This is an optimization exercise on Yosys and OpenROAD, whose aim is a short achievable clock period and few clock cycles per item, not a production implementation.
At most, simulation tests tie the RTL to the original design; equivalence was not proved.
For run 1, only the layout was checked, not whether the RTL still works.

==> flow/design.v (outline; a module is shown in full before it is edited, if it fits) <==
// module patina_lane: 778 lines
module patina_lane (
    input  wire               clk,
    input  wire               rst,
    input  wire        [17:0] clamp_c,
    input  wire               lin_bypass,
    input  wire signed [31:0] k1,
    input  wire signed [31:0] k2,
    input  wire signed [31:0] k3,
    input  wire               patina_en,
    input  wire signed [11:0] dp,
    input  wire         [2:0] es,
    input  wire         [2:0] eq,
    input  wire        [15:0] out_offset,
    input  wire               in_valid,
    output wire               in_ready,
    input  wire        [13:0] in_code,
    input  wire        [31:0] in_entry,
    output wire               out_valid,
    input  wire               out_ready,
    output wire        [15:0] out_pix,
    output wire               out_hi,
    output wire               out_lo,
    output wire               out_defect
);
  // ...
==> flow/flow/run.sh <==
#!/bin/bash
# Layout flow: the standard ORFS flow (standard.sh), with the port
# buffers made plain sky130_fd_sc_hd__buf_4 cells. Every input and output
# port still gets its buffer; only the cell type differs from buffer_ports'
# own choice (a clkdlybuf4s50_1 delay cell).
set -euo pipefail
export BUFFER_PORTS_ARGS="-buffer_cell sky130_fd_sc_hd__buf_4"
bash standard.sh > standard_flow.log 2>&1
==> flow/standard.sh <==
#!/bin/bash
# synth_recipe.tcl (not shown) runs the flow's synth.tcl, then flattens the netlist and writes it again
# the make line also repeats each setting of config.mk as NAME=value (left out here)
make -C /OpenROAD-flow-scripts/flow DESIGN_CONFIG=/design/flow/config.mk WORK_HOME=/design/flow/orfs CLKGATE_MAP_FILE= SYNTH_SCRIPT=/design/flow/synth_recipe.tcl "${@:-finish}"
==> flow/config.mk <==
export PLATFORM = sky130hd
export DESIGN_NAME = patina_lane
export DESIGN_NICKNAME = patina_lane
export VERILOG_FILES = /design/flow/design.v
export SDC_FILE = /design/flow/constraint.sdc
export NUM_CORES = 4
export LEC_CHECK = 0
export CAP_MARGIN = 20
export CORE_MARGIN = 2
export CORE_UTILIZATION = 40
export SLEW_MARGIN = 20
==> flow/constraint.sdc <==
create_clock -name core_clock -period 20.0 [get_ports {clk}]
set_input_delay 4.0000 -clock core_clock [delete_from_list [all_inputs] [get_ports {clk}]]
set_output_delay 4.0000 -clock core_clock [all_outputs]
set_load 0.01 [all_outputs]
==> key figures, run 1 <==
Status
  • Status: timing/DRC/antenna clean

Synthesis
  • Synth cell types: 100
  • Largest family of logic cells by synthesized area: adder cells
  • Dominant synthesized flop cell: dfxtp_1
  • Sequential cell area fraction in the yosys report: 0.292
  • Yosys reg bits: 2523

CTS
  • Clock tree root driver cell: clkbuf_16
  • H-tree levels: 5

Worst setup path
  • Top delay family on crit path: compound AO/OA/AOI/OAI gates
  • WS Path Type: in -> reg
  • Crit path from: in_code[0]
  • Buffers & Inverters on Critical Path: 2

Detailed routing
  • DRT antenna net count: 0

Global route
  • GR Util met2: 0.315
  • First-pass GRT wire length: 674000 um
  • Antenna violations before repair: 18
  • Grt ovf: 0
  • Met3 GRT Util: 0.0229

Cells and area
  • Share of cells above drive strength 1: 0.0636
  • Final Non-Filler Cells: 23100
  • Bufs w/o clock: 360

Floorplan
  • Io pins: 221
  • Tap cells: 6125
  • Core Rows: 248

Place
  • Hpwl dp: 324000 um
  • PortBufs: 220

STA
  • Setup violators final: 0
  • Slew margin rel.: 0.245
  • Worst Skew: 0.0522 ns

Flow run
  • Max-Cap Viols: 0
==> run 2: changes to the inputs <==
==> flow/design.v (replaced) <==
module patina_lane (
    input  wire               clk,
    input  wire               rst,
    input  wire        [17:0] clamp_c,
    input  wire               lin_bypass,
    input  wire signed [31:0] k1,
    input  wire signed [31:0] k2,
    input  wire signed [31:0] k3,
    input  wire               patina_en,
    input  wire signed [11:0] dp,
    input  wire         [2:0] es,
    input  wire         [2:0] eq,
    input  wire        [15:0] out_offset,
    input  wire               in_valid,
    output wire               in_ready,
    input  wire        [13:0] in_code,
    input  wire        [31:0] in_entry,
    output wire               out_valid,
    input  wire               out_ready,
    output wire        [15:0] out_pix,
    output wire               out_hi,
    output wire               out_lo,
    output wire               out_defect
);
    localparam QD = 16;
    reg          in_rdy_r;
    reg   [QD:0] cred;
    reg          ov;                
    wire         take    = in_valid && in_rdy_r;
    wire         deliver = ov && out_ready;
    always @(posedge clk) begin
        if (rst) begin
            cred     <= 0;
            in_rdy_r <= 1'b1;
        end else begin
            if (take && !deliver)
                cred <= {cred[QD-1:0], 1'b1};
            else if (deliver && !take)
                cred <= {1'b0, cred[QD:1]};
            in_rdy_r <= !cred[QD-1];
        end
    end
    assign in_ready = in_rdy_r;
    reg               c_byp;
    reg signed [31:0] c_k1, c_k2, c_k3;
    reg               c_pen;
    reg signed [11:0] c_dp;
    reg         [2:0] c_es, c_eq;
    reg        [15:0] c_off;
    always @(posedge clk) begin
        c_byp   <= lin_bypass;
        c_k1    <= k1;
        c_k2    <= k2;
        c_k3    <= k3;
        c_pen   <= patina_en;
        c_dp    <= dp;
        c_es    <= es;
        c_eq    <= eq;
        c_off   <= out_offset;
    end
    reg        v1;
    reg [13:0] code_1;
    reg [31:0] ent_1;
    reg [17:0] clamp_1;
    always @(posedge clk) begin
        v1      <= !rst && take;
        code_1  <= in_code;
        ent_1   <= in_entry;
        clamp_1 <= clamp_c;
    end
    reg signed [19:0] x_2;
    reg [0:0] hi_2;
    reg [0:0] lo_2;
    reg [31:0] ent_2;
    reg [35:0] sq_r_114;
    reg [35:0] sq_r_115;
    reg [35:0] sq_r_116;
    reg [35:0] sq_r_117;
    reg [54:0] ka_r_118;
    reg [54:0] ka_r_119;
    reg [54:0] ka_r_120;
    reg [54:0] ka_r_121;
    reg signed [19:0] x_3;
    reg [0:0] hi_3;
    reg [0:0] lo_3;
    reg [31:0] ent_3;
    reg [54:0] kr_132;
    reg [54:0] kr_133;
    reg [54:0] kr_134;
    reg signed [19:0] x_4;
    reg [0:0] hi_4;
    reg [0:0] lo_4;
    reg [31:0] ent_4;
    reg [17:0] w_4;
    reg signed [16:0] sdp_4;
    reg [54:0] mm_r_197;
    reg [54:0] mm_r_198;
    reg [54:0] mm_r_199;
    reg [54:0] mm_r_200;
    reg signed [19:0] x_5;
    reg [0:0] hi_5;
    reg [0:0] lo_5;
    reg signed [14:0] sr_5;
    reg signed [9:0] dk_5;
    reg signed [2:0] q_5;
    reg [13:0] g_5;
    reg signed [19:0] x_6;
    reg [0:0] hi_6;
    reg [0:0] lo_6;
    reg signed [2:0] q_6;
    reg [13:0] g_6;
    reg signed [36:0] m_6;
    reg signed [15:0] ds_6;
    reg [56:0] xm_r_263;
    reg [56:0] xm_r_264;
    reg [56:0] xm_r_265;
    reg signed [19:0] x_7;
    reg [0:0] hi_7;
    reg [0:0] lo_7;
    reg signed [2:0] q_7;
    reg [13:0] g_7;
    reg signed [15:0] ds_7;
    reg signed [22:0] db_7;
    reg signed [22:0] dl_7;
    reg signed [22:0] dh_7;
    reg [0:0] hi_8;
    reg [0:0] lo_8;
    reg signed [2:0] q_8;
    reg [13:0] g_8;
    reg signed [22:0] d_8;
    reg signed [21:0] y_8;
    reg [45:0] dd_r_337;
    reg [45:0] dd_r_338;
    reg [45:0] dd_r_339;
    reg [45:0] dd_r_340;
    reg [0:0] hi_9;
    reg [0:0] lo_9;
    reg signed [2:0] q_9;
    reg [13:0] g_9;
    reg signed [22:0] d_9;
    reg signed [20:0] r_9;
    reg [0:0] hi_10;
    reg [0:0] lo_10;
    reg signed [2:0] q_10;
    reg [13:0] g_10;
    reg signed [22:0] d_10;
    reg signed [20:0] r_10;
    reg [51:0] dds_10;
    reg [0:0] ee_ci_360;
    reg [31:0] ee_r_361;
    reg [31:0] ee_r_362;
    reg [0:0] hi_11;
    reg [0:0] lo_11;
    reg [13:0] g_11;
    reg signed [20:0] r_11;
    reg [45:0] eg_r_391;
    reg [45:0] eg_r_392;
    reg [45:0] eg_r_393;
    reg [45:0] eg_r_394;
    reg [45:0] eg_r_395;
    reg [45:0] eg_r_396;
    reg [45:0] eg_r_397;
    reg [45:0] eg_r_398;
    reg [45:0] eg_r_399;
    reg [45:0] eg_r_400;
    reg [45:0] eg_r_401;
    reg [0:0] hi_12;
    reg [0:0] lo_12;
    reg signed [20:0] r_12;
    reg [0:0] z_12;
    reg [0:0] eg_ci_423;
    reg [30:0] eg_r_424;
    reg [30:0] eg_r_425;
    reg [0:0] hi_13;
    reg [0:0] lo_13;
    reg signed [20:0] r_13;
    reg [0:0] z_13;
    reg v2;
    reg v3;
    reg v4;
    reg v5;
    reg v6;
    reg v7;
    reg v8;
    reg v9;
    reg v10;
    reg v11;
    reg v12;
    reg v13;
    wire [35:0] sq_a_1 = {{16{x_2[19]}}, x_2};
    wire [35:0] sq_p_2 = ({36{x_2[0]}} & (sq_a_1 << 0));
    wire [35:0] sq_p_3 = ({36{x_2[1]}} & (sq_a_1 << 1));
    wire [35:0] sq_p_4 = ({36{x_2[2]}} & (sq_a_1 << 2));
    wire [35:0] sq_p_5 = ({36{x_2[3]}} & (sq_a_1 << 3));
    wire [35:0] sq_p_6 = ({36{x_2[4]}} & (sq_a_1 << 4));
    wire [35:0] sq_p_7 = ({36{x_2[5]}} & (sq_a_1 << 5));
    wire [35:0] sq_p_8 = ({36{x_2[6]}} & (sq_a_1 << 6));
    wire [35:0] sq_p_9 = ({36{x_2[7]}} & (sq_a_1 << 7));
    wire [35:0] sq_p_10 = ({36{x_2[8]}} & (sq_a_1 << 8));
    wire [35:0] sq_p_11 = ({36{x_2[9]}} & (sq_a_1 << 9));
    wire [35:0] sq_p_12 = ({36{x_2[10]}} & (sq_a_1 << 10));
    wire [35:0] sq_p_13 = ({36{x_2[11]}} & (sq_a_1 << 11));
    wire [35:0] sq_p_14 = ({36{x_2[12]}} & (sq_a_1 << 12));
    wire [35:0] sq_p_15 = ({36{x_2[13]}} & (sq_a_1 << 13));
    wire [35:0] sq_p_16 = ({36{x_2[14]}} & (sq_a_1 << 14));
    wire [35:0] sq_p_17 = ({36{x_2[15]}} & (sq_a_1 << 15));
    wire [35:0] sq_p_18 = ({36{x_2[16]}} & (sq_a_1 << 16));
    wire [35:0] sq_p_19 = ({36{x_2[17]}} & (sq_a_1 << 17));
    wire [35:0] sq_p_20 = ({36{x_2[18]}} & (sq_a_1 << 18));
    wire [35:0] sq_p_21 = ~({36{x_2[19]}} & (sq_a_1 << 19));
    wire [54:0] ka_a_22 = {{23{c_k2[31]}}, c_k2};
    wire [54:0] ka_p_23 = ({55{x_2[0]}} & (ka_a_22 << 0));
    wire [54:0] ka_p_24 = ({55{x_2[1]}} & (ka_a_22 << 1));
    wire [54:0] ka_p_25 = ({55{x_2[2]}} & (ka_a_22 << 2));
    wire [54:0] ka_p_26 = ({55{x_2[3]}} & (ka_a_22 << 3));
    wire [54:0] ka_p_27 = ({55{x_2[4]}} & (ka_a_22 << 4));
    wire [54:0] ka_p_28 = ({55{x_2[5]}} & (ka_a_22 << 5));
    wire [54:0] ka_p_29 = ({55{x_2[6]}} & (ka_a_22 << 6));
    wire [54:0] ka_p_30 = ({55{x_2[7]}} & (ka_a_22 << 7));
    wire [54:0] ka_p_31 = ({55{x_2[8]}} & (ka_a_22 << 8));
    wire [54:0] ka_p_32 = ({55{x_2[9]}} & (ka_a_22 << 9));
    wire [54:0] ka_p_33 = ({55{x_2[10]}} & (ka_a_22 << 10));
    wire [54:0] ka_p_34 = ({55{x_2[11]}} & (ka_a_22 << 11));
    wire [54:0] ka_p_35 = ({55{x_2[12]}} & (ka_a_22 << 12));
    wire [54:0] ka_p_36 = ({55{x_2[13]}} & (ka_a_22 << 13));
    wire [54:0] ka_p_37 = ({55{x_2[14]}} & (ka_a_22 << 14));
    wire [54:0] ka_p_38 = ({55{x_2[15]}} & (ka_a_22 << 15));
    wire [54:0] ka_p_39 = ({55{x_2[16]}} & (ka_a_22 << 16));
    wire [54:0] ka_p_40 = ({55{x_2[17]}} & (ka_a_22 << 17));
    wire [54:0] ka_p_41 = ({55{x_2[18]}} & (ka_a_22 << 18));
    wire [54:0] ka_p_42 = ~({55{x_2[19]}} & (ka_a_22 << 19));
    wire [54:0] ka_v_43 = {{23{c_k1[31]}}, c_k1};
    wire [35:0] sq_s_44 = sq_p_2 ^ sq_p_3 ^ sq_p_4;
    wire [35:0] sq_c_45 = ((sq_p_2 & sq_p_3) | (sq_p_2 & sq_p_4) | (sq_p_3 & sq_p_4)) << 1;
    wire [35:0] sq_s_46 = sq_p_5 ^ sq_p_6 ^ sq_p_7;
    wire [35:0] sq_c_47 = ((sq_p_5 & sq_p_6) | (sq_p_5 & sq_p_7) | (sq_p_6 & sq_p_7)) << 1;
    wire [35:0] sq_s_48 = sq_p_8 ^ sq_p_9 ^ sq_p_10;
    wire [35:0] sq_c_49 = ((sq_p_8 & sq_p_9) | (sq_p_8 & sq_p_10) | (sq_p_9 & sq_p_10)) << 1;
    wire [35:0] sq_s_50 = sq_p_11 ^ sq_p_12 ^ sq_p_13;
    wire [35:0] sq_c_51 = ((sq_p_11 & sq_p_12) | (sq_p_11 & sq_p_13) | (sq_p_12 & sq_p_13)) << 1;
    wire [35:0] sq_s_52 = sq_p_14 ^ sq_p_15 ^ sq_p_16;
    wire [35:0] sq_c_53 = ((sq_p_14 & sq_p_15) | (sq_p_14 & sq_p_16) | (sq_p_15 & sq_p_16)) << 1;
    wire [35:0] sq_s_54 = sq_p_17 ^ sq_p_18 ^ sq_p_19;
    wire [35:0] sq_c_55 = ((sq_p_17 & sq_p_18) | (sq_p_17 & sq_p_19) | (sq_p_18 & sq_p_19)) << 1;
    wire [35:0] sq_s_56 = sq_p_20 ^ sq_p_21 ^ 36'd131073;
    wire [35:0] sq_c_57 = ((sq_p_20 & sq_p_21) | (sq_p_20 & 36'd131073) | (sq_p_21 & 36'd131073)) << 1;
    wire [35:0] sq_s_58 = sq_s_44 ^ sq_c_45 ^ sq_s_46;
    wire [35:0] sq_c_59 = ((sq_s_44 & sq_c_45) | (sq_s_44 & sq_s_46) | (sq_c_45 & sq_s_46)) << 1;
    wire [35:0] sq_s_60 = sq_c_47 ^ sq_s_48 ^ sq_c_49;
    wire [35:0] sq_c_61 = ((sq_c_47 & sq_s_48) | (sq_c_47 & sq_c_49) | (sq_s_48 & sq_c_49)) << 1;
    wire [35:0] sq_s_62 = sq_s_50 ^ sq_c_51 ^ sq_s_52;
    wire [35:0] sq_c_63 = ((sq_s_50 & sq_c_51) | (sq_s_50 & sq_s_52) | (sq_c_51 & sq_s_52)) << 1;
    wire [35:0] sq_s_64 = sq_c_53 ^ sq_s_54 ^ sq_c_55;
    wire [35:0] sq_c_65 = ((sq_c_53 & sq_s_54) | (sq_c_53 & sq_c_55) | (sq_s_54 & sq_c_55)) << 1;
    wire [35:0] sq_s_66 = sq_s_58 ^ sq_c_59 ^ sq_s_60;
    wire [35:0] sq_c_67 = ((sq_s_58 & sq_c_59) | (sq_s_58 & sq_s_60) | (sq_c_59 & sq_s_60)) << 1;
    wire [35:0] sq_s_68 = sq_c_61 ^ sq_s_62 ^ sq_c_63;
    wire [35:0] sq_c_69 = ((sq_c_61 & sq_s_62) | (sq_c_61 & sq_c_63) | (sq_s_62 & sq_c_63)) << 1;
    wire [35:0] sq_s_70 = sq_s_64 ^ sq_c_65 ^ sq_s_56;
    wire [35:0] sq_c_71 = ((sq_s_64 & sq_c_65) | (sq_s_64 & sq_s_56) | (sq_c_65 & sq_s_56)) << 1;
    wire [35:0] sq_s_72 = sq_s_66 ^ sq_c_67 ^ sq_s_68;
    wire [35:0] sq_c_73 = ((sq_s_66 & sq_c_67) | (sq_s_66 & sq_s_68) | (sq_c_67 & sq_s_68)) << 1;
    wire [35:0] sq_s_74 = sq_c_69 ^ sq_s_70 ^ sq_c_71;
    wire [35:0] sq_c_75 = ((sq_c_69 & sq_s_70) | (sq_c_69 & sq_c_71) | (sq_s_70 & sq_c_71)) << 1;
    wire [35:0] sq_s_76 = sq_s_72 ^ sq_c_73 ^ sq_s_74;
    wire [35:0] sq_c_77 = ((sq_s_72 & sq_c_73) | (sq_s_72 & sq_s_74) | (sq_c_73 & sq_s_74)) << 1;
    wire [54:0] ka_s_78 = ka_p_23 ^ ka_p_24 ^ ka_p_25;
    wire [54:0] ka_c_79 = ((ka_p_23 & ka_p_24) | (ka_p_23 & ka_p_25) | (ka_p_24 & ka_p_25)) << 1;
    wire [54:0] ka_s_80 = ka_p_26 ^ ka_p_27 ^ ka_p_28;
    wire [54:0] ka_c_81 = ((ka_p_26 & ka_p_27) | (ka_p_26 & ka_p_28) | (ka_p_27 & ka_p_28)) << 1;
    wire [54:0] ka_s_82 = ka_p_29 ^ ka_p_30 ^ ka_p_31;
    wire [54:0] ka_c_83 = ((ka_p_29 & ka_p_30) | (ka_p_29 & ka_p_31) | (ka_p_30 & ka_p_31)) << 1;
    wire [54:0] ka_s_84 = ka_p_32 ^ ka_p_33 ^ ka_p_34;
    wire [54:0] ka_c_85 = ((ka_p_32 & ka_p_33) | (ka_p_32 & ka_p_34) | (ka_p_33 & ka_p_34)) << 1;
    wire [54:0] ka_s_86 = ka_p_35 ^ ka_p_36 ^ ka_p_37;
    wire [54:0] ka_c_87 = ((ka_p_35 & ka_p_36) | (ka_p_35 & ka_p_37) | (ka_p_36 & ka_p_37)) << 1;
    wire [54:0] ka_s_88 = ka_p_38 ^ ka_p_39 ^ ka_p_40;
    wire [54:0] ka_c_89 = ((ka_p_38 & ka_p_39) | (ka_p_38 & ka_p_40) | (ka_p_39 & ka_p_40)) << 1;
    wire [54:0] ka_s_90 = ka_p_41 ^ ka_p_42 ^ (ka_v_43 << 18);
    wire [54:0] ka_c_91 = ((ka_p_41 & ka_p_42) | (ka_p_41 & (ka_v_43 << 18)) | (ka_p_42 & (ka_v_43 << 18))) << 1;
    wire [54:0] ka_s_92 = ka_s_78 ^ ka_c_79 ^ ka_s_80;
    wire [54:0] ka_c_93 = ((ka_s_78 & ka_c_79) | (ka_s_78 & ka_s_80) | (ka_c_79 & ka_s_80)) << 1;
    wire [54:0] ka_s_94 = ka_c_81 ^ ka_s_82 ^ ka_c_83;
    wire [54:0] ka_c_95 = ((ka_c_81 & ka_s_82) | (ka_c_81 & ka_c_83) | (ka_s_82 & ka_c_83)) << 1;
    wire [54:0] ka_s_96 = ka_s_84 ^ ka_c_85 ^ ka_s_86;
    wire [54:0] ka_c_97 = ((ka_s_84 & ka_c_85) | (ka_s_84 & ka_s_86) | (ka_c_85 & ka_s_86)) << 1;
    wire [54:0] ka_s_98 = ka_c_87 ^ ka_s_88 ^ ka_c_89;
    wire [54:0] ka_c_99 = ((ka_c_87 & ka_s_88) | (ka_c_87 & ka_c_89) | (ka_s_88 & ka_c_89)) << 1;
    wire [54:0] ka_s_100 = ka_s_90 ^ ka_c_91 ^ 55'd140737488486401;
    wire [54:0] ka_c_101 = ((ka_s_90 & ka_c_91) | (ka_s_90 & 55'd140737488486401) | (ka_c_91 & 55'd140737488486401)) << 1;
    wire [54:0] ka_s_102 = ka_s_92 ^ ka_c_93 ^ ka_s_94;
    wire [54:0] ka_c_103 = ((ka_s_92 & ka_c_93) | (ka_s_92 & ka_s_94) | (ka_c_93 & ka_s_94)) << 1;
    wire [54:0] ka_s_104 = ka_c_95 ^ ka_s_96 ^ ka_c_97;
    wire [54:0] ka_c_105 = ((ka_c_95 & ka_s_96) | (ka_c_95 & ka_c_97) | (ka_s_96 & ka_c_97)) << 1;
    wire [54:0] ka_s_106 = ka_s_98 ^ ka_c_99 ^ ka_s_100;
    wire [54:0] ka_c_107 = ((ka_s_98 & ka_c_99) | (ka_s_98 & ka_s_100) | (ka_c_99 & ka_s_100)) << 1;
    wire [54:0] ka_s_108 = ka_s_102 ^ ka_c_103 ^ ka_s_104;
    wire [54:0] ka_c_109 = ((ka_s_102 & ka_c_103) | (ka_s_102 & ka_s_104) | (ka_c_103 & ka_s_104)) << 1;
    wire [54:0] ka_s_110 = ka_c_105 ^ ka_s_106 ^ ka_c_107;
    wire [54:0] ka_c_111 = ((ka_c_105 & ka_s_106) | (ka_c_105 & ka_c_107) | (ka_s_106 & ka_c_107)) << 1;
    wire [54:0] ka_s_112 = ka_s_108 ^ ka_c_109 ^ ka_s_110;
    wire [54:0] ka_c_113 = ((ka_s_108 & ka_c_109) | (ka_s_108 & ka_s_110) | (ka_c_109 & ka_s_110)) << 1;
    wire [35:0] sq_s_122 = sq_r_114 ^ sq_r_115 ^ sq_r_116;
    wire [35:0] sq_c_123 = ((sq_r_114 & sq_r_115) | (sq_r_114 & sq_r_116) | (sq_r_115 & sq_r_116)) << 1;
    wire [35:0] sq_s_124 = sq_s_122 ^ sq_c_123 ^ sq_r_117;
    wire [35:0] sq_c_125 = ((sq_s_122 & sq_c_123) | (sq_s_122 & sq_r_117) | (sq_c_123 & sq_r_117)) << 1;
    wire [35:0] sq_t_126 = sq_s_124 + sq_c_125;
    wire [17:0] ww = sq_t_126[35:18];
    wire [54:0] ka_s_127 = ka_r_118 ^ ka_r_119 ^ ka_r_120;
    wire [54:0] ka_c_128 = ((ka_r_118 & ka_r_119) | (ka_r_118 & ka_r_120) | (ka_r_119 & ka_r_120)) << 1;
    wire [54:0] ka_s_129 = ka_s_127 ^ ka_c_128 ^ ka_r_121;
    wire [54:0] ka_c_130 = ((ka_s_127 & ka_c_128) | (ka_s_127 & ka_r_121) | (ka_c_128 & ka_r_121)) << 1;
    wire [18:0] ka_lo_131 = {1'b0, ka_s_129[17:0]} + {1'b0, ka_c_130[17:0]};
    wire [4:0] slw = ent_3[7:3];
    wire [16:0] sd_a_135 = {{5{c_dp[11]}}, c_dp};
    wire [16:0] sd_p_136 = ({17{slw[0]}} & (sd_a_135 << 0));
    wire [16:0] sd_p_137 = ({17{slw[1]}} & (sd_a_135 << 1));
    wire [16:0] sd_p_138 = ({17{slw[2]}} & (sd_a_135 << 2));
    wire [16:0] sd_p_139 = ({17{slw[3]}} & (sd_a_135 << 3));
    wire [16:0] sd_p_140 = ~({17{slw[4]}} & (sd_a_135 << 4));
    wire [16:0] sd_t_141 = sd_p_136 + sd_p_137 + sd_p_138 + sd_p_139 + sd_p_140 + 17'd1;
    wire [54:0] mm_a_142 = {{23{c_k3[31]}}, c_k3};
    wire [54:0] mm_p_143 = ({55{w_4[0]}} & (mm_a_142 << 0));
    wire [54:0] mm_p_144 = ({55{w_4[1]}} & (mm_a_142 << 1));
    wire [54:0] mm_p_145 = ({55{w_4[2]}} & (mm_a_142 << 2));
    wire [54:0] mm_p_146 = ({55{w_4[3]}} & (mm_a_142 << 3));
    wire [54:0] mm_p_147 = ({55{w_4[4]}} & (mm_a_142 << 4));
    wire [54:0] mm_p_148 = ({55{w_4[5]}} & (mm_a_142 << 5));
    wire [54:0] mm_p_149 = ({55{w_4[6]}} & (mm_a_142 << 6));
    wire [54:0] mm_p_150 = ({55{w_4[7]}} & (mm_a_142 << 7));
    wire [54:0] mm_p_151 = ({55{w_4[8]}} & (mm_a_142 << 8));
    wire [54:0] mm_p_152 = ({55{w_4[9]}} & (mm_a_142 << 9));
    wire [54:0] mm_p_153 = ({55{w_4[10]}} & (mm_a_142 << 10));
    wire [54:0] mm_p_154 = ({55{w_4[11]}} & (mm_a_142 << 11));
    wire [54:0] mm_p_155 = ({55{w_4[12]}} & (mm_a_142 << 12));
    wire [54:0] mm_p_156 = ({55{w_4[13]}} & (mm_a_142 << 13));
    wire [54:0] mm_p_157 = ({55{w_4[14]}} & (mm_a_142 << 14));
    wire [54:0] mm_p_158 = ({55{w_4[15]}} & (mm_a_142 << 15));
    wire [54:0] mm_p_159 = ({55{w_4[16]}} & (mm_a_142 << 16));
    wire [54:0] mm_p_160 = ({55{w_4[17]}} & (mm_a_142 << 17));
    wire [54:0] mm_s_161 = mm_p_143 ^ mm_p_144 ^ mm_p_145;
    wire [54:0] mm_c_162 = ((mm_p_143 & mm_p_144) | (mm_p_143 & mm_p_145) | (mm_p_144 & mm_p_145)) << 1;
    wire [54:0] mm_s_163 = mm_p_146 ^ mm_p_147 ^ mm_p_148;
    wire [54:0] mm_c_164 = ((mm_p_146 & mm_p_147) | (mm_p_146 & mm_p_148) | (mm_p_147 & mm_p_148)) << 1;
    wire [54:0] mm_s_165 = mm_p_149 ^ mm_p_150 ^ mm_p_151;
    wire [54:0] mm_c_166 = ((mm_p_149 & mm_p_150) | (mm_p_149 & mm_p_151) | (mm_p_150 & mm_p_151)) << 1;
    wire [54:0] mm_s_167 = mm_p_152 ^ mm_p_153 ^ mm_p_154;
    wire [54:0] mm_c_168 = ((mm_p_152 & mm_p_153) | (mm_p_152 & mm_p_154) | (mm_p_153 & mm_p_154)) << 1;
    wire [54:0] mm_s_169 = mm_p_155 ^ mm_p_156 ^ mm_p_157;
    wire [54:0] mm_c_170 = ((mm_p_155 & mm_p_156) | (mm_p_155 & mm_p_157) | (mm_p_156 & mm_p_157)) << 1;
    wire [54:0] mm_s_171 = mm_p_158 ^ mm_p_159 ^ mm_p_160;
    wire [54:0] mm_c_172 = ((mm_p_158 & mm_p_159) | (mm_p_158 & mm_p_160) | (mm_p_159 & mm_p_160)) << 1;
    wire [54:0] mm_s_173 = kr_132 ^ kr_133 ^ kr_134;
    wire [54:0] mm_c_174 = ((kr_132 & kr_133) | (kr_132 & kr_134) | (kr_133 & kr_134)) << 1;
    wire [54:0] mm_s_175 = mm_s_161 ^ mm_c_162 ^ mm_s_163;
    wire [54:0] mm_c_176 = ((mm_s_161 & mm_c_162) | (mm_s_161 & mm_s_163) | (mm_c_162 & mm_s_163)) << 1;
    wire [54:0] mm_s_177 = mm_c_164 ^ mm_s_165 ^ mm_c_166;
    wire [54:0] mm_c_178 = ((mm_c_164 & mm_s_165) | (mm_c_164 & mm_c_166) | (mm_s_165 & mm_c_166)) << 1;
    wire [54:0] mm_s_179 = mm_s_167 ^ mm_c_168 ^ mm_s_169;
    wire [54:0] mm_c_180 = ((mm_s_167 & mm_c_168) | (mm_s_167 & mm_s_169) | (mm_c_168 & mm_s_169)) << 1;
    wire [54:0] mm_s_181 = mm_c_170 ^ mm_s_171 ^ mm_c_172;
    wire [54:0] mm_c_182 = ((mm_c_170 & mm_s_171) | (mm_c_170 & mm_c_172) | (mm_s_171 & mm_c_172)) << 1;
    wire [54:0] mm_s_183 = mm_s_173 ^ mm_c_174 ^ 55'd131072;
    wire [54:0] mm_c_184 = ((mm_s_173 & mm_c_174) | (mm_s_173 & 55'd131072) | (mm_c_174 & 55'd131072)) << 1;
    wire [54:0] mm_s_185 = mm_s_175 ^ mm_c_176 ^ mm_s_177;
    wire [54:0] mm_c_186 = ((mm_s_175 & mm_c_176) | (mm_s_175 & mm_s_177) | (mm_c_176 & mm_s_177)) << 1;
    wire [54:0] mm_s_187 = mm_c_178 ^ mm_s_179 ^ mm_c_180;
    wire [54:0] mm_c_188 = ((mm_c_178 & mm_s_179) | (mm_c_178 & mm_c_180) | (mm_s_179 & mm_c_180)) << 1;
    wire [54:0] mm_s_189 = mm_s_181 ^ mm_c_182 ^ mm_s_183;
    wire [54:0] mm_c_190 = ((mm_s_181 & mm_c_182) | (mm_s_181 & mm_s_183) | (mm_c_182 & mm_s_183)) << 1;
    wire [54:0] mm_s_191 = mm_s_185 ^ mm_c_186 ^ mm_s_187;
    wire [54:0] mm_c_192 = ((mm_s_185 & mm_c_186) | (mm_s_185 & mm_s_187) | (mm_c_186 & mm_s_187)) << 1;
    wire [54:0] mm_s_193 = mm_c_188 ^ mm_s_189 ^ mm_c_190;
    wire [54:0] mm_c_194 = ((mm_c_188 & mm_s_189) | (mm_c_188 & mm_c_190) | (mm_s_189 & mm_c_190)) << 1;
    wire [54:0] mm_s_195 = mm_s_191 ^ mm_c_192 ^ mm_s_193;
    wire [54:0] mm_c_196 = ((mm_s_191 & mm_c_192) | (mm_s_191 & mm_s_193) | (mm_c_192 & mm_s_193)) << 1;
    wire signed [23:0] sdp_e = sdp_4 <<< c_es;
    wire signed [23:0] sdp_r = (sdp_e + 24'sd512) >>> 10;
    wire [54:0] mm_s_201 = mm_r_197 ^ mm_r_198 ^ mm_r_199;
    wire [54:0] mm_c_202 = ((mm_r_197 & mm_r_198) | (mm_r_197 & mm_r_199) | (mm_r_198 & mm_r_199)) << 1;
    wire [54:0] mm_s_203 = mm_s_201 ^ mm_c_202 ^ mm_r_200;
    wire [54:0] mm_c_204 = ((mm_s_201 & mm_c_202) | (mm_s_201 & mm_r_200) | (mm_c_202 & mm_r_200)) << 1;
    wire [54:0] mm_t_205 = mm_s_203 + mm_c_204;
    wire signed [15:0] ndsw = -((dk_5 <<< 2) + sr_5);
    wire [56:0] xm_a_206 = {{20{m_6[36]}}, m_6};
    wire [56:0] xm_p_207 = ({57{x_6[0]}} & (xm_a_206 << 0));
    wire [56:0] xm_p_208 = ({57{x_6[1]}} & (xm_a_206 << 1));
    wire [56:0] xm_p_209 = ({57{x_6[2]}} & (xm_a_206 << 2));
    wire [56:0] xm_p_210 = ({57{x_6[3]}} & (xm_a_206 << 3));
    wire [56:0] xm_p_211 = ({57{x_6[4]}} & (xm_a_206 << 4));
    wire [56:0] xm_p_212 = ({57{x_6[5]}} & (xm_a_206 << 5));
    wire [56:0] xm_p_213 = ({57{x_6[6]}} & (xm_a_206 << 6));
    wire [56:0] xm_p_214 = ({57{x_6[7]}} & (xm_a_206 << 7));
    wire [56:0] xm_p_215 = ({57{x_6[8]}} & (xm_a_206 << 8));
    wire [56:0] xm_p_216 = ({57{x_6[9]}} & (xm_a_206 << 9));
    wire [56:0] xm_p_217 = ({57{x_6[10]}} & (xm_a_206 << 10));
    wire [56:0] xm_p_218 = ({57{x_6[11]}} & (xm_a_206 << 11));
    wire [56:0] xm_p_219 = ({57{x_6[12]}} & (xm_a_206 << 12));
    wire [56:0] xm_p_220 = ({57{x_6[13]}} & (xm_a_206 << 13));
    wire [56:0] xm_p_221 = ({57{x_6[14]}} & (xm_a_206 << 14));
    wire [56:0] xm_p_222 = ({57{x_6[15]}} & (xm_a_206 << 15));
    wire [56:0] xm_p_223 = ({57{x_6[16]}} & (xm_a_206 << 16));
    wire [56:0] xm_p_224 = ({57{x_6[17]}} & (xm_a_206 << 17));
    wire [56:0] xm_p_225 = ({57{x_6[18]}} & (xm_a_206 << 18));
    wire [56:0] xm_p_226 = ~({57{x_6[19]}} & (xm_a_206 << 19));
    wire [56:0] xm_s_227 = xm_p_207 ^ xm_p_208 ^ xm_p_209;
    wire [56:0] xm_c_228 = ((xm_p_207 & xm_p_208) | (xm_p_207 & xm_p_209) | (xm_p_208 & xm_p_209)) << 1;
    wire [56:0] xm_s_229 = xm_p_210 ^ xm_p_211 ^ xm_p_212;
    wire [56:0] xm_c_230 = ((xm_p_210 & xm_p_211) | (xm_p_210 & xm_p_212) | (xm_p_211 & xm_p_212)) << 1;
    wire [56:0] xm_s_231 = xm_p_213 ^ xm_p_214 ^ xm_p_215;
    wire [56:0] xm_c_232 = ((xm_p_213 & xm_p_214) | (xm_p_213 & xm_p_215) | (xm_p_214 & xm_p_215)) << 1;
    wire [56:0] xm_s_233 = xm_p_216 ^ xm_p_217 ^ xm_p_218;
    wire [56:0] xm_c_234 = ((xm_p_216 & xm_p_217) | (xm_p_216 & xm_p_218) | (xm_p_217 & xm_p_218)) << 1;
    wire [56:0] xm_s_235 = xm_p_219 ^ xm_p_220 ^ xm_p_221;
    wire [56:0] xm_c_236 = ((xm_p_219 & xm_p_220) | (xm_p_219 & xm_p_221) | (xm_p_220 & xm_p_221)) << 1;
    wire [56:0] xm_s_237 = xm_p_222 ^ xm_p_223 ^ xm_p_224;
    wire [56:0] xm_c_238 = ((xm_p_222 & xm_p_223) | (xm_p_222 & xm_p_224) | (xm_p_223 & xm_p_224)) << 1;
    wire [56:0] xm_s_239 = xm_p_225 ^ xm_p_226 ^ 57'd268435457;
    wire [56:0] xm_c_240 = ((xm_p_225 & xm_p_226) | (xm_p_225 & 57'd268435457) | (xm_p_226 & 57'd268435457)) << 1;
    wire [56:0] xm_s_241 = xm_s_227 ^ xm_c_228 ^ xm_s_229;
    wire [56:0] xm_c_242 = ((xm_s_227 & xm_c_228) | (xm_s_227 & xm_s_229) | (xm_c_228 & xm_s_229)) << 1;
    wire [56:0] xm_s_243 = xm_c_230 ^ xm_s_231 ^ xm_c_232;
    wire [56:0] xm_c_244 = ((xm_c_230 & xm_s_231) | (xm_c_230 & xm_c_232) | (xm_s_231 & xm_c_232)) << 1;
    wire [56:0] xm_s_245 = xm_s_233 ^ xm_c_234 ^ xm_s_235;
    wire [56:0] xm_c_246 = ((xm_s_233 & xm_c_234) | (xm_s_233 & xm_s_235) | (xm_c_234 & xm_s_235)) << 1;
    wire [56:0] xm_s_247 = xm_c_236 ^ xm_s_237 ^ xm_c_238;
    wire [56:0] xm_c_248 = ((xm_c_236 & xm_s_237) | (xm_c_236 & xm_c_238) | (xm_s_237 & xm_c_238)) << 1;
    wire [56:0] xm_s_249 = xm_s_241 ^ xm_c_242 ^ xm_s_243;
    wire [56:0] xm_c_250 = ((xm_s_241 & xm_c_242) | (xm_s_241 & xm_s_243) | (xm_c_242 & xm_s_243)) << 1;
    wire [56:0] xm_s_251 = xm_c_244 ^ xm_s_245 ^ xm_c_246;
    wire [56:0] xm_c_252 = ((xm_c_244 & xm_s_245) | (xm_c_244 & xm_c_246) | (xm_s_245 & xm_c_246)) << 1;
    wire [56:0] xm_s_253 = xm_s_247 ^ xm_c_248 ^ xm_s_239;
    wire [56:0] xm_c_254 = ((xm_s_247 & xm_c_248) | (xm_s_247 & xm_s_239) | (xm_c_248 & xm_s_239)) << 1;
    wire [56:0] xm_s_255 = xm_s_249 ^ xm_c_250 ^ xm_s_251;
    wire [56:0] xm_c_256 = ((xm_s_249 & xm_c_250) | (xm_s_249 & xm_s_251) | (xm_c_250 & xm_s_251)) << 1;
    wire [56:0] xm_s_257 = xm_c_252 ^ xm_s_253 ^ xm_c_254;
    wire [56:0] xm_c_258 = ((xm_c_252 & xm_s_253) | (xm_c_252 & xm_c_254) | (xm_s_253 & xm_c_254)) << 1;
    wire [56:0] xm_s_259 = xm_s_255 ^ xm_c_256 ^ xm_s_257;
    wire [56:0] xm_c_260 = ((xm_s_255 & xm_c_256) | (xm_s_255 & xm_s_257) | (xm_c_256 & xm_s_257)) << 1;
    wire [56:0] xm_s_261 = xm_s_259 ^ xm_c_260 ^ xm_c_258;
    wire [56:0] xm_c_262 = ((xm_s_259 & xm_c_260) | (xm_s_259 & xm_c_258) | (xm_c_260 & xm_c_258)) << 1;
    wire signed [22:0] dbw = x_6 + ds_6;
    wire signed [22:0] dlw = -23'sd2097152 + ds_6;
    wire signed [22:0] dhw = 23'sd2097151 + ds_6;
    wire [56:0] xm_s_266 = xm_r_263 ^ xm_r_264 ^ xm_r_265;
    wire [56:0] xm_c_267 = ((xm_r_263 & xm_r_264) | (xm_r_263 & xm_r_265) | (xm_r_264 & xm_r_265)) << 1;
    wire [56:0] xd_v_268 = {{41{ds_7[15]}}, ds_7};
    wire [56:0] xd_s_269 = xm_s_266 ^ xm_c_267 ^ (xd_v_268 << 29);
    wire [56:0] xd_c_270 = ((xm_s_266 & xm_c_267) | (xm_s_266 & (xd_v_268 << 29)) | (xm_c_267 & (xd_v_268 << 29))) << 1;
    wire [56:0] xm_t_271 = xm_s_266 + xm_c_267;
    wire [56:0] xd_t_272 = xd_s_269 + xd_c_270;
    wire signed [27:0] pw = xm_t_271[56:29];
    wire p_lo = (pw < -28'sd2097152);
    wire p_hi = (pw > 28'sd2097151);
    reg signed [22:0] dw;
    reg signed [21:0] yw;
    always @(*) begin
        if (c_byp) begin dw = db_7; yw = x_7; end
        else if (p_lo) begin dw = dl_7; yw = -22'sd2097152; end
        else if (p_hi) begin dw = dh_7; yw = 22'sd2097151; end
        else begin dw = xd_t_272[51:29]; yw = pw[21:0]; end
    end
    wire [45:0] dd_a_273 = {{23{d_8[22]}}, d_8};
    wire [45:0] dd_p_274 = ({46{d_8[0]}} & (dd_a_273 << 0));
    wire [45:0] dd_p_275 = ({46{d_8[1]}} & (dd_a_273 << 1));
    wire [45:0] dd_p_276 = ({46{d_8[2]}} & (dd_a_273 << 2));
    wire [45:0] dd_p_277 = ({46{d_8[3]}} & (dd_a_273 << 3));
    wire [45:0] dd_p_278 = ({46{d_8[4]}} & (dd_a_273 << 4));
    wire [45:0] dd_p_279 = ({46{d_8[5]}} & (dd_a_273 << 5));
    wire [45:0] dd_p_280 = ({46{d_8[6]}} & (dd_a_273 << 6));
    wire [45:0] dd_p_281 = ({46{d_8[7]}} & (dd_a_273 << 7));
    wire [45:0] dd_p_282 = ({46{d_8[8]}} & (dd_a_273 << 8));
    wire [45:0] dd_p_283 = ({46{d_8[9]}} & (dd_a_273 << 9));
    wire [45:0] dd_p_284 = ({46{d_8[10]}} & (dd_a_273 << 10));
    wire [45:0] dd_p_285 = ({46{d_8[11]}} & (dd_a_273 << 11));
    wire [45:0] dd_p_286 = ({46{d_8[12]}} & (dd_a_273 << 12));
    wire [45:0] dd_p_287 = ({46{d_8[13]}} & (dd_a_273 << 13));
    wire [45:0] dd_p_288 = ({46{d_8[14]}} & (dd_a_273 << 14));
    wire [45:0] dd_p_289 = ({46{d_8[15]}} & (dd_a_273 << 15));
    wire [45:0] dd_p_290 = ({46{d_8[16]}} & (dd_a_273 << 16));
    wire [45:0] dd_p_291 = ({46{d_8[17]}} & (dd_a_273 << 17));
    wire [45:0] dd_p_292 = ({46{d_8[18]}} & (dd_a_273 << 18));
    wire [45:0] dd_p_293 = ({46{d_8[19]}} & (dd_a_273 << 19));
    wire [45:0] dd_p_294 = ({46{d_8[20]}} & (dd_a_273 << 20));
    wire [45:0] dd_p_295 = ({46{d_8[21]}} & (dd_a_273 << 21));
    wire [45:0] dd_p_296 = ~({46{d_8[22]}} & (dd_a_273 << 22));
    wire signed [20:0] rw = ($signed({y_8[21], y_8}) + 23'sd2) >>> 2;
    wire [45:0] dd_s_297 = dd_p_274 ^ dd_p_275 ^ dd_p_276;
    wire [45:0] dd_c_298 = ((dd_p_274 & dd_p_275) | (dd_p_274 & dd_p_276) | (dd_p_275 & dd_p_276)) << 1;
    wire [45:0] dd_s_299 = dd_p_277 ^ dd_p_278 ^ dd_p_279;
    wire [45:0] dd_c_300 = ((dd_p_277 & dd_p_278) | (dd_p_277 & dd_p_279) | (dd_p_278 & dd_p_279)) << 1;
    wire [45:0] dd_s_301 = dd_p_280 ^ dd_p_281 ^ dd_p_282;
    wire [45:0] dd_c_302 = ((dd_p_280 & dd_p_281) | (dd_p_280 & dd_p_282) | (dd_p_281 & dd_p_282)) << 1;
    wire [45:0] dd_s_303 = dd_p_283 ^ dd_p_284 ^ dd_p_285;
    wire [45:0] dd_c_304 = ((dd_p_283 & dd_p_284) | (dd_p_283 & dd_p_285) | (dd_p_284 & dd_p_285)) << 1;
    wire [45:0] dd_s_305 = dd_p_286 ^ dd_p_287 ^ dd_p_288;
    wire [45:0] dd_c_306 = ((dd_p_286 & dd_p_287) | (dd_p_286 & dd_p_288) | (dd_p_287 & dd_p_288)) << 1;
    wire [45:0] dd_s_307 = dd_p_289 ^ dd_p_290 ^ dd_p_291;
    wire [45:0] dd_c_308 = ((dd_p_289 & dd_p_290) | (dd_p_289 & dd_p_291) | (dd_p_290 & dd_p_291)) << 1;
    wire [45:0] dd_s_309 = dd_p_292 ^ dd_p_293 ^ dd_p_294;
    wire [45:0] dd_c_310 = ((dd_p_292 & dd_p_293) | (dd_p_292 & dd_p_294) | (dd_p_293 & dd_p_294)) << 1;
    wire [45:0] dd_s_311 = dd_p_295 ^ dd_p_296 ^ 46'd1;
    wire [45:0] dd_c_312 = ((dd_p_295 & dd_p_296) | (dd_p_295 & 46'd1) | (dd_p_296 & 46'd1)) << 1;
    wire [45:0] dd_s_313 = dd_s_297 ^ dd_c_298 ^ dd_s_299;
    wire [45:0] dd_c_314 = ((dd_s_297 & dd_c_298) | (dd_s_297 & dd_s_299) | (dd_c_298 & dd_s_299)) << 1;
    wire [45:0] dd_s_315 = dd_c_300 ^ dd_s_301 ^ dd_c_302;
    wire [45:0] dd_c_316 = ((dd_c_300 & dd_s_301) | (dd_c_300 & dd_c_302) | (dd_s_301 & dd_c_302)) << 1;
    wire [45:0] dd_s_317 = dd_s_303 ^ dd_c_304 ^ dd_s_305;
    wire [45:0] dd_c_318 = ((dd_s_303 & dd_c_304) | (dd_s_303 & dd_s_305) | (dd_c_304 & dd_s_305)) << 1;
    wire [45:0] dd_s_319 = dd_c_306 ^ dd_s_307 ^ dd_c_308;
    wire [45:0] dd_c_320 = ((dd_c_306 & dd_s_307) | (dd_c_306 & dd_c_308) | (dd_s_307 & dd_c_308)) << 1;
    wire [45:0] dd_s_321 = dd_s_309 ^ dd_c_310 ^ dd_s_311;
    wire [45:0] dd_c_322 = ((dd_s_309 & dd_c_310) | (dd_s_309 & dd_s_311) | (dd_c_310 & dd_s_311)) << 1;
    wire [45:0] dd_s_323 = dd_s_313 ^ dd_c_314 ^ dd_s_315;
    wire [45:0] dd_c_324 = ((dd_s_313 & dd_c_314) | (dd_s_313 & dd_s_315) | (dd_c_314 & dd_s_315)) << 1;
    wire [45:0] dd_s_325 = dd_c_316 ^ dd_s_317 ^ dd_c_318;
    wire [45:0] dd_c_326 = ((dd_c_316 & dd_s_317) | (dd_c_316 & dd_c_318) | (dd_s_317 & dd_c_318)) << 1;
    wire [45:0] dd_s_327 = dd_s_319 ^ dd_c_320 ^ dd_s_321;
    wire [45:0] dd_c_328 = ((dd_s_319 & dd_c_320) | (dd_s_319 & dd_s_321) | (dd_c_320 & dd_s_321)) << 1;
    wire [45:0] dd_s_329 = dd_s_323 ^ dd_c_324 ^ dd_s_325;
    wire [45:0] dd_c_330 = ((dd_s_323 & dd_c_324) | (dd_s_323 & dd_s_325) | (dd_c_324 & dd_s_325)) << 1;
    wire [45:0] dd_s_331 = dd_c_326 ^ dd_s_327 ^ dd_c_328;
    wire [45:0] dd_c_332 = ((dd_c_326 & dd_s_327) | (dd_c_326 & dd_c_328) | (dd_s_327 & dd_c_328)) << 1;
    wire [45:0] dd_s_333 = dd_s_329 ^ dd_c_330 ^ dd_s_331;
    wire [45:0] dd_c_334 = ((dd_s_329 & dd_c_330) | (dd_s_329 & dd_s_331) | (dd_c_330 & dd_s_331)) << 1;
    wire [45:0] dd_s_335 = dd_c_332 ^ dd_c_322 ^ dd_c_312;
    wire [45:0] dd_c_336 = ((dd_c_332 & dd_c_322) | (dd_c_332 & dd_c_312) | (dd_c_322 & dd_c_312)) << 1;
    wire [45:0] dd_s_341 = dd_r_337 ^ dd_r_338 ^ dd_r_339;
    wire [45:0] dd_c_342 = ((dd_r_337 & dd_r_338) | (dd_r_337 & dd_r_339) | (dd_r_338 & dd_r_339)) << 1;
    wire [45:0] dd_s_343 = dd_s_341 ^ dd_c_342 ^ dd_r_340;
    wire [45:0] dd_c_344 = ((dd_s_341 & dd_c_342) | (dd_s_341 & dd_r_340) | (dd_c_342 & dd_r_340)) << 1;
    wire [45:0] dd_t_345 = dd_s_343 + dd_c_344;
    wire [51:0] ddsw = {7'd0, dd_t_345[44:0]} << c_eq;
    wire [57:0] ee_a_346 = {6'd0, dds_10};
    wire [57:0] ee_p_347 = ({58{q_10[0]}} & (ee_a_346 << 0));
    wire [57:0] ee_p_348 = ({58{q_10[1]}} & (ee_a_346 << 1));
    wire [57:0] ee_p_349 = ~({58{q_10[2]}} & (ee_a_346 << 2));
    wire [57:0] ee_v_350 = {{35{d_10[22]}}, d_10};
    wire [57:0] ee_s_351 = ee_p_347 ^ ee_p_348 ^ ee_p_349;
    wire [57:0] ee_c_352 = ((ee_p_347 & ee_p_348) | (ee_p_347 & ee_p_349) | (ee_p_348 & ee_p_349)) << 1;
    wire [57:0] ee_s_353 = ee_s_351 ^ ee_c_352 ^ (ee_v_350 << 26);
    wire [57:0] ee_c_354 = ((ee_s_351 & ee_c_352) | (ee_s_351 & (ee_v_350 << 26)) | (ee_c_352 & (ee_v_350 << 26))) << 1;
    wire [57:0] ee_s_355 = ee_s_353 ^ ee_c_354 ^ 58'd33554433;
    wire [57:0] ee_c_356 = ((ee_s_353 & ee_c_354) | (ee_s_353 & 58'd33554433) | (ee_c_354 & 58'd33554433)) << 1;
    wire [26:0] ee_lo_357 = {1'b0, ee_s_355[25:0]} + {1'b0, ee_c_356[25:0]};
    wire [31:0] ee_h_358 = ee_s_355[57:26];
    wire [31:0] ee_h_359 = ee_c_356[57:26];
    wire [32:0] ee_u_363 = {ee_r_361, 1'b1} + {ee_r_362, ee_ci_360};
    wire [31:0] ee_t_364 = ee_u_363[32:1];
    wire signed [31:0] ew = ee_t_364;
    wire [45:0] eg_a_365 = {{16{ew[29]}}, ew};
    wire [45:0] eg_p_366 = ({46{g_11[0]}} & (eg_a_365 << 0));
    wire [45:0] eg_p_367 = ({46{g_11[1]}} & (eg_a_365 << 1));
    wire [45:0] eg_p_368 = ({46{g_11[2]}} & (eg_a_365 << 2));
    wire [45:0] eg_p_369 = ({46{g_11[3]}} & (eg_a_365 << 3));
    wire [45:0] eg_p_370 = ({46{g_11[4]}} & (eg_a_365 << 4));
    wire [45:0] eg_p_371 = ({46{g_11[5]}} & (eg_a_365 << 5));
    wire [45:0] eg_p_372 = ({46{g_11[6]}} & (eg_a_365 << 6));
    wire [45:0] eg_p_373 = ({46{g_11[7]}} & (eg_a_365 << 7));
    wire [45:0] eg_p_374 = ({46{g_11[8]}} & (eg_a_365 << 8));
    wire [45:0] eg_p_375 = ({46{g_11[9]}} & (eg_a_365 << 9));
    wire [45:0] eg_p_376 = ({46{g_11[10]}} & (eg_a_365 << 10));
    wire [45:0] eg_p_377 = ({46{g_11[11]}} & (eg_a_365 << 11));
    wire [45:0] eg_p_378 = ({46{g_11[12]}} & (eg_a_365 << 12));
    wire [45:0] eg_p_379 = ({46{g_11[13]}} & (eg_a_365 << 13));
    wire [45:0] eg_v_380 = {30'd0, c_off};
    wire [45:0] eg_s_381 = eg_p_366 ^ eg_p_367 ^ eg_p_368;
    wire [45:0] eg_c_382 = ((eg_p_366 & eg_p_367) | (eg_p_366 & eg_p_368) | (eg_p_367 & eg_p_368)) << 1;
    wire [45:0] eg_s_383 = eg_p_369 ^ eg_p_370 ^ eg_p_371;
    wire [45:0] eg_c_384 = ((eg_p_369 & eg_p_370) | (eg_p_369 & eg_p_371) | (eg_p_370 & eg_p_371)) << 1;
    wire [45:0] eg_s_385 = eg_p_372 ^ eg_p_373 ^ eg_p_374;
    wire [45:0] eg_c_386 = ((eg_p_372 & eg_p_373) | (eg_p_372 & eg_p_374) | (eg_p_373 & eg_p_374)) << 1;
    wire [45:0] eg_s_387 = eg_p_375 ^ eg_p_376 ^ eg_p_377;
    wire [45:0] eg_c_388 = ((eg_p_375 & eg_p_376) | (eg_p_375 & eg_p_377) | (eg_p_376 & eg_p_377)) << 1;
    wire [45:0] eg_s_389 = eg_p_378 ^ eg_p_379 ^ (eg_v_380 << 15);
    wire [45:0] eg_c_390 = ((eg_p_378 & eg_p_379) | (eg_p_378 & (eg_v_380 << 15)) | (eg_p_379 & (eg_v_380 << 15))) << 1;
    wire [45:0] eg_s_402 = eg_r_391 ^ eg_r_392 ^ eg_r_393;
    wire [45:0] eg_c_403 = ((eg_r_391 & eg_r_392) | (eg_r_391 & eg_r_393) | (eg_r_392 & eg_r_393)) << 1;
    wire [45:0] eg_s_404 = eg_r_394 ^ eg_r_395 ^ eg_r_396;
    wire [45:0] eg_c_405 = ((eg_r_394 & eg_r_395) | (eg_r_394 & eg_r_396) | (eg_r_395 & eg_r_396)) << 1;
    wire [45:0] eg_s_406 = eg_r_397 ^ eg_r_398 ^ eg_r_399;
    wire [45:0] eg_c_407 = ((eg_r_397 & eg_r_398) | (eg_r_397 & eg_r_399) | (eg_r_398 & eg_r_399)) << 1;
    wire [45:0] eg_s_408 = eg_s_402 ^ eg_c_403 ^ eg_s_404;
    wire [45:0] eg_c_409 = ((eg_s_402 & eg_c_403) | (eg_s_402 & eg_s_404) | (eg_c_403 & eg_s_404)) << 1;
    wire [45:0] eg_s_410 = eg_c_405 ^ eg_s_406 ^ eg_c_407;
    wire [45:0] eg_c_411 = ((eg_c_405 & eg_s_406) | (eg_c_405 & eg_c_407) | (eg_s_406 & eg_c_407)) << 1;
    wire [45:0] eg_s_412 = eg_s_408 ^ eg_c_409 ^ eg_s_410;
    wire [45:0] eg_c_413 = ((eg_s_408 & eg_c_409) | (eg_s_408 & eg_s_410) | (eg_c_409 & eg_s_410)) << 1;
    wire [45:0] eg_s_414 = eg_c_411 ^ eg_r_400 ^ eg_r_401;
    wire [45:0] eg_c_415 = ((eg_c_411 & eg_r_400) | (eg_c_411 & eg_r_401) | (eg_r_400 & eg_r_401)) << 1;
    wire [45:0] eg_s_416 = eg_s_412 ^ eg_c_413 ^ eg_s_414;
    wire [45:0] eg_c_417 = ((eg_s_412 & eg_c_413) | (eg_s_412 & eg_s_414) | (eg_c_413 & eg_s_414)) << 1;
    wire [45:0] eg_s_418 = eg_s_416 ^ eg_c_417 ^ eg_c_415;
    wire [45:0] eg_c_419 = ((eg_s_416 & eg_c_417) | (eg_s_416 & eg_c_415) | (eg_c_417 & eg_c_415)) << 1;
    wire [15:0] eg_lo_420 = {1'b0, eg_s_418[14:0]} + {1'b0, eg_c_419[14:0]};
    wire [30:0] eg_h_421 = eg_s_418[45:15];
    wire [30:0] eg_h_422 = eg_c_419[45:15];
    wire [31:0] eg_u_426 = {eg_r_424, 1'b1} + {eg_r_425, eg_ci_423};
    wire [30:0] eg_t_427 = eg_u_426[31:1];
    wire signed [30:0] o = eg_t_427;
    wire signed [20:0] r = r_13;
    wire hi = hi_13, lo = lo_13, z = z_13;
    wire vl = v13;
    always @(posedge clk) begin
        x_2 <= $signed({2'b00, code_1, 4'b0000}) - $signed({2'b00, clamp_1});
        hi_2 <= (code_1 == 14'h3FFF);
        lo_2 <= (code_1 == 14'h0000);
        ent_2 <= ent_1;
        sq_r_114 <= sq_s_76;
        sq_r_115 <= sq_c_77;
        sq_r_116 <= sq_c_75;
        sq_r_117 <= sq_c_57;
        ka_r_118 <= ka_s_112;
        ka_r_119 <= ka_c_113;
        ka_r_120 <= ka_c_111;
        ka_r_121 <= ka_c_101;
        x_3 <= x_2;
        hi_3 <= hi_2;
        lo_3 <= lo_2;
        ent_3 <= ent_2;
        kr_132 <= {ka_s_129[54:18], 18'd0};
        kr_133 <= {ka_c_130[54:18], 18'd0};
        kr_134 <= {36'd0, ka_lo_131[18], 18'd0};
        x_4 <= x_3;
        hi_4 <= hi_3;
        lo_4 <= lo_3;
        ent_4 <= ent_3;
        w_4 <= ww;
        sdp_4 <= sd_t_141;
        mm_r_197 <= mm_s_195;
        mm_r_198 <= mm_c_196;
        mm_r_199 <= mm_c_194;
        mm_r_200 <= mm_c_184;
        x_5 <= x_4;
        hi_5 <= hi_4;
        lo_5 <= lo_4;
        sr_5 <= sdp_r[14:0];
        dk_5 <= ent_4[17:8];
        q_5 <= ent_4[2:0];
        g_5 <= ent_4[31:18];
        x_6 <= x_5;
        hi_6 <= hi_5;
        lo_6 <= lo_5;
        q_6 <= q_5;
        g_6 <= g_5;
        m_6 <= mm_t_205[54:18];
        ds_6 <= ndsw;
        xm_r_263 <= xm_s_261;
        xm_r_264 <= xm_c_262;
        xm_r_265 <= xm_c_240;
        x_7 <= x_6;
        hi_7 <= hi_6;
        lo_7 <= lo_6;
        q_7 <= q_6;
        g_7 <= g_6;
        ds_7 <= ds_6;
        db_7 <= dbw;
        dl_7 <= dlw;
        dh_7 <= dhw;
        hi_8 <= hi_7;
        lo_8 <= lo_7;
        q_8 <= q_7;
        g_8 <= g_7;
        d_8 <= dw;
        y_8 <= yw;
        dd_r_337 <= dd_s_333;
        dd_r_338 <= dd_c_334;
        dd_r_339 <= dd_s_335;
        dd_r_340 <= dd_c_336;
        hi_9 <= hi_8;
        lo_9 <= lo_8;
        q_9 <= q_8;
        g_9 <= g_8;
        d_9 <= d_8;
        r_9 <= rw;
        hi_10 <= hi_9;
        lo_10 <= lo_9;
        q_10 <= q_9;
        g_10 <= g_9;
        d_10 <= d_9;
        r_10 <= r_9;
        dds_10 <= ddsw;
        ee_ci_360 <= ee_lo_357[26];
        ee_r_361 <= ee_h_358;
        ee_r_362 <= ee_h_359;
        hi_11 <= hi_10;
        lo_11 <= lo_10;
        g_11 <= g_10;
        r_11 <= r_10;
        eg_r_391 <= eg_s_381;
        eg_r_392 <= eg_c_382;
        eg_r_393 <= eg_s_383;
        eg_r_394 <= eg_c_384;
        eg_r_395 <= eg_s_385;
        eg_r_396 <= eg_c_386;
        eg_r_397 <= eg_s_387;
        eg_r_398 <= eg_c_388;
        eg_r_399 <= eg_s_389;
        eg_r_400 <= eg_c_390;
        eg_r_401 <= 46'd16384;
        hi_12 <= hi_11;
        lo_12 <= lo_11;
        r_12 <= r_11;
        z_12 <= (g_11 == 14'd0);
        eg_ci_423 <= eg_lo_420[15];
        eg_r_424 <= eg_h_421;
        eg_r_425 <= eg_h_422;
        hi_13 <= hi_12;
        lo_13 <= lo_12;
        r_13 <= r_12;
        z_13 <= z_12;
        v2 <= !rst && v1;
        v3 <= !rst && v2;
        v4 <= !rst && v3;
        v5 <= !rst && v4;
        v6 <= !rst && v5;
        v7 <= !rst && v6;
        v8 <= !rst && v7;
        v9 <= !rst && v8;
        v10 <= !rst && v9;
        v11 <= !rst && v10;
        v12 <= !rst && v11;
        v13 <= !rst && v12;
    end
    reg [15:0] val;
    always @(*) begin
        if (c_pen) begin
            if (z)
                val = 16'd0;
            else if (o < 0)
                val = 16'd0;
            else if (o > 31'sd65535)
                val = 16'hFFFF;
            else
                val = o[15:0];
        end else begin
            if (r < 0)
                val = 16'd0;
            else if (r > 21'sd65535)
                val = 16'hFFFF;
            else
                val = r[15:0];
        end
        if (hi)
            val = 16'hFFFF;
        else if (lo)
            val = 16'd0;
    end
    wire [18:0] res = {c_pen && z && !hi && !lo, lo, hi, val};
    reg [18:0] q [0:QD-1];
    reg [4:0] wr, rd;
    reg [18:0] oreg;
    wire       qempty = (wr == rd);
    wire       load   = (!ov || out_ready) && (!qempty || vl);
    reg  [18:0] ohold;
    wire [18:0] onext = qempty ? res : q[rd[4-1:0]];
    always @(posedge clk) begin
        if (vl)
            q[wr[4-1:0]] <= res;
        if (rst)
            ohold <= 19'd0;
        else if (load)
            ohold <= onext;
        oreg <= load ? onext : ohold;
    end
    always @(posedge clk) begin
        if (rst) begin
            wr <= 0;
            rd <= 0;
            ov <= 1'b0;
        end else begin
            if (vl)
                wr <= wr + 1'b1;
            if (load) begin
                rd <= rd + 1'b1;
                ov <= 1'b1;
            end else if (out_ready) begin
                ov <= 1'b0;
            end
        end
    end
    assign out_valid  = ov;
    assign out_pix    = oreg[15:0];
    assign out_hi     = oreg[16];
    assign out_lo     = oreg[17];
    assign out_defect = oreg[18];
endmodule
==> key figures, run 2 <==
CTS
  • Total CTS buffers: 301
  • CTS tree: done
  • Clock Sinks: 2637
  • Bufs on Longest Clock Path: 4
  • Clock tree root driver cell: clkbuf_16
  • H-tree levels: 5 (unchanged)
  • Clock slew at reported path FFs: 0.06 ns
  • Later-pin clock latency in the skew report: 0.99 ns
  • Postcts setup bufs: 0
  • Post-cts gate resize count: 0
  • CTS Hold Bufs: 0

Synthesis
  • Syn. warnings: 1
  • Mean Syn Cell Area: 11.1 um2
  • Yosys reg bits: 2637 (+4.5%)
  • Mapped Area: 0.186 mm2
  • Synth area leader: fa_1
  • Synth top cells by count: inv_1 (3593), fa_1 (3391), dfxtp_1 (2333), and2_1 (1860), nand2_1 (1345)
  • Most common cell in the netlist: inv_1
  • Post-synthesis compound-gate area fraction: 0.0340
  • Mux cell area share after synthesis: 0.0186
  • Synth cell types: 91 (-9.0%)
  • Synth top area share: 0.365
  • Dominant synthesized flop cell: dfxtp_1
  • Sequential cell area fraction in the yosys report: 0.300 (+0.00862)
  • EDFF count, synth: 304
  • Largest family of logic cells by synthesized area: adder cells
  • Post-Syn Instances: 16800
  • Async SR Flop Fraction: 0
  • XOR/XNOR share of the synthesized area: 0.0173
  • Post-synthesis simple-gate area fraction: 0.112
  • Ranking of synthesized cells by area: fa_1 (36%), dfxtp_1 (25%), inv_1 (7.3%), ha_1 (6.8%), and2_1 (6.3%)
  • Adder-cell share of the synthesized area: 0.433
  • Syn_nets: 21400

Worst setup path
  • Crit path from: xm_r_263[25]
  • Top cell by count, worst path: fa_1
  • Arr. time, crit path: 6.50 ns
  • Crit path max-delay cell type: a311oi_1
  • Worst r2r path cells: 15
  • CP max stage delay: 0.82 ns
  • Worst-path fanout max: 44
  • Crit path launch type: flip-flop
  • Cell Chain, Critical Path: fa_1, ha_1, inv_1, fa_1, o21ai_0, a32oi_1, a311oi_1, o21bai_1, nor4b_1, o31ai_1, xnor2_1, nor3_1, a31o_2, nand2b_1, o21ba_2
  • WP data required: 20.80 ns
  • WS Path Type: reg -> reg
  • Critical path endpoint category: flip-flop
  • R2r startpoint: xm_r_263[25]

Global route
  • Vias in the first global route: 121000
  • First-pass GRT wire length: 681000 um (+1.1%)
  • Most Used Layer, Global Route: met2
  • Met3 GRT Util: 0.0214 (-0.00150)
  • Total Routing Usage GR: 0.184
  • Antenna violations before repair: 13 (-5)
  • M1 GR Usage: 0.249
  • Largest net degree at the start of global routing: 77
  • Grt ovf: 0 (unchanged)
  • GR Util met2: 0.313 (-0.00218)

Floorplan
  • Core Rows: 250 (+0.81%)
  • Die height: 686 um
  • Die area: 0.471 mm2
  • Io pins: 221 (unchanged)
  • CORE AREA: 0.463 mm2
  • Initial Utilization: 0.402
  • DIE WIDTH: 686 um

Detailed routing
  • Vias: 110000
  • Drt total wl: 421000 um
  • Vias per cell: 4.71
  • DRT antenna net count: 0 (unchanged)
  • TritonRoute pass-1 iters: 5
  • Drt initial violations: 5706
  • Post-route DRC violation count: 0
  • Wire per inst: 18.1 um

STA
  • Slew margin rel.: 0.238 (-0.00728)
  • Max-slew violations: 0
  • Crit share post-route: 0.285
  • Setup TNS: 0 ns
  • RSZ-0062 raised after global routing: false
  • Worst Skew: 0.108 ns (+0.0559 ns)
  • Endpoints failing hold: 0
  • Max frequency: 176 MHz
  • Setup violators final: 0 (unchanged)
  • Tmin final: 5.70 ns
  • Slew of the pin with the lowest slew margin: 1.14 ns

Cells and area
  • Sequential standard cell area: 0.0559 mm2
  • Area growth syn-to-layout: 10.1%
  • Area occupied by multi-input gates: 0.115 mm2
  • Fillers: 43200
  • Share of cells above drive strength 1: 0.0646 (+0.00103)
  • Most common cell after layout, fill and taps aside: inv_1
  • Max reg flops: 304
  • Post-layout instance area: 0.205 mm2
  • Nets: 21500
  • Commonest non-fill, non-tap cells in the layout: inv_1 (3594), fa_1 (3391), dfxtp_1 (2280), and2_1 (1844), nand2_1 (1345)

Worst hold path
  • Number of cells on the worst hold path: 0
  • Min-delay src: hi_3
  • Worst hold path class: reg -> reg

Status
  • Status: timing/DRC/antenna clean

Place
  • Hpwl dp: 317000 um (-2.2%)
  • GPL Wtd Cong: 0.849
  • Placed inst area: 0.194 mm2
  • PortBufs: 220 (unchanged)

Flow run
  • Max-Cap Viols: 0 (unchanged)
[run 2: cell count changes in the layout (fill, tap and decap cells not counted), moves of 31 or more]
cell and delta:
and2_1 +88, nand2b_1 +31, dfxtp_1 +115, inv_1 +75
nand2_1 -168, nor2b_1 +55
[run 2: final cells by class]
type,count,area share
clock buffer,392,0.0413
inverter,3594,0.0658
tap,6174,0.0377
clock inverter,153,0.0102
antenna,9,0.000110
sequential,2637,0.273
timing repair buffer,336,0.0124
multi-input combinational,9983,0.560
[run 2: path summary, 6_finish.rpt]
kind,endpoint,slack (ns)
worst max-delay path,d_8[22],14.30
worst min-delay path,hi_4,0.25
worst max register to register,d_8[22],14.30
worst min register to register,hi_4,0.25
[run 2: per-layer routing]
metal	up-vias	routed length, um
met1	56500	188000
met5	-	0
met2	2277	203000
met3	634	19000
li1	50300	-
met4	0	11400
[run 2: cells by family (layout without fill, tap and decap cells)]
| group | count (synthesis) | in the layout |
|---|---|---|
| AND/OR/NAND/NOR | 4006 | 4006 |
| AO/OA/AOI/OAI | 985 | 985 |
| adder cells (fa/ha/maj) | 4404 | 4404 |
| buffers and inverters | 4173 | 4475 |
| other | 0 | 9 |
| flip-flops | 2637 | 2637 |
| XOR/XNOR | 368 | 368 |
| multiplexers | 220 | 220 |
[run 2: per-stage QoR]
stage	hold WS [ns]	instances	setup WS (ns)	utilization
after floorplan	0.310	16800	14.40	-
after global placement	0.310	22700	14.12	0.419
after detailed placement	0.312	22700	14.07	0.419
after CTS	0.231	23300	14.04	0.442
after global routing	0.244	23300	13.96	0.442
final	0.254	23300	14.30	0.442
[run 2: critical path: cells and delay by family, from the launching register on]
kind / cells / cell delay [ns]
AO/OA/AOI/OAI: 7 / 2.99
AND/OR/NAND/NOR: 3 / 0.95
adder cells (fa/ha/maj): 3 / 1.15
buffers and inverters: 1 / 0.06
flip-flops: 1 / 0.31
XOR/XNOR: 1 / 0.13
Testbench counts of run 2, summed over its fixed seeds: cycles 40,651, items 35,275.

what the ideal ports hide:
In the flow no input, the clock included, has a driving cell. The finished layouts below were timed again as built, in two steps.
Step 1 sets driving cells, clkbuf_16 on the clock port and buf_2 on the other inputs (assumed; they add their load-dependent delay and slew).
Step 2 times the ports against the registers' clock, not the clock port: input delays grow and output delays shrink by t, the midpoint of the rising clock arrivals with the driver on.
a / b / c = ideal / step 1 / step 2; a / b = the first two.
run | shift t [ns] | setup WS [ns] | clock arrival spread, ns
run 1 | 1.034 | 13.447 / 13.534 / 12.500 | 0.060 / 0.060
run 2 | 1.046 | 14.302 / 14.302 / 13.970 | 0.111 / 0.111
After both steps setup and hold are still met in every run listed. For run 1, which loses most, drivers alone change the setup slack by +0.087 ns; drivers and shift together by -0.947 ns.
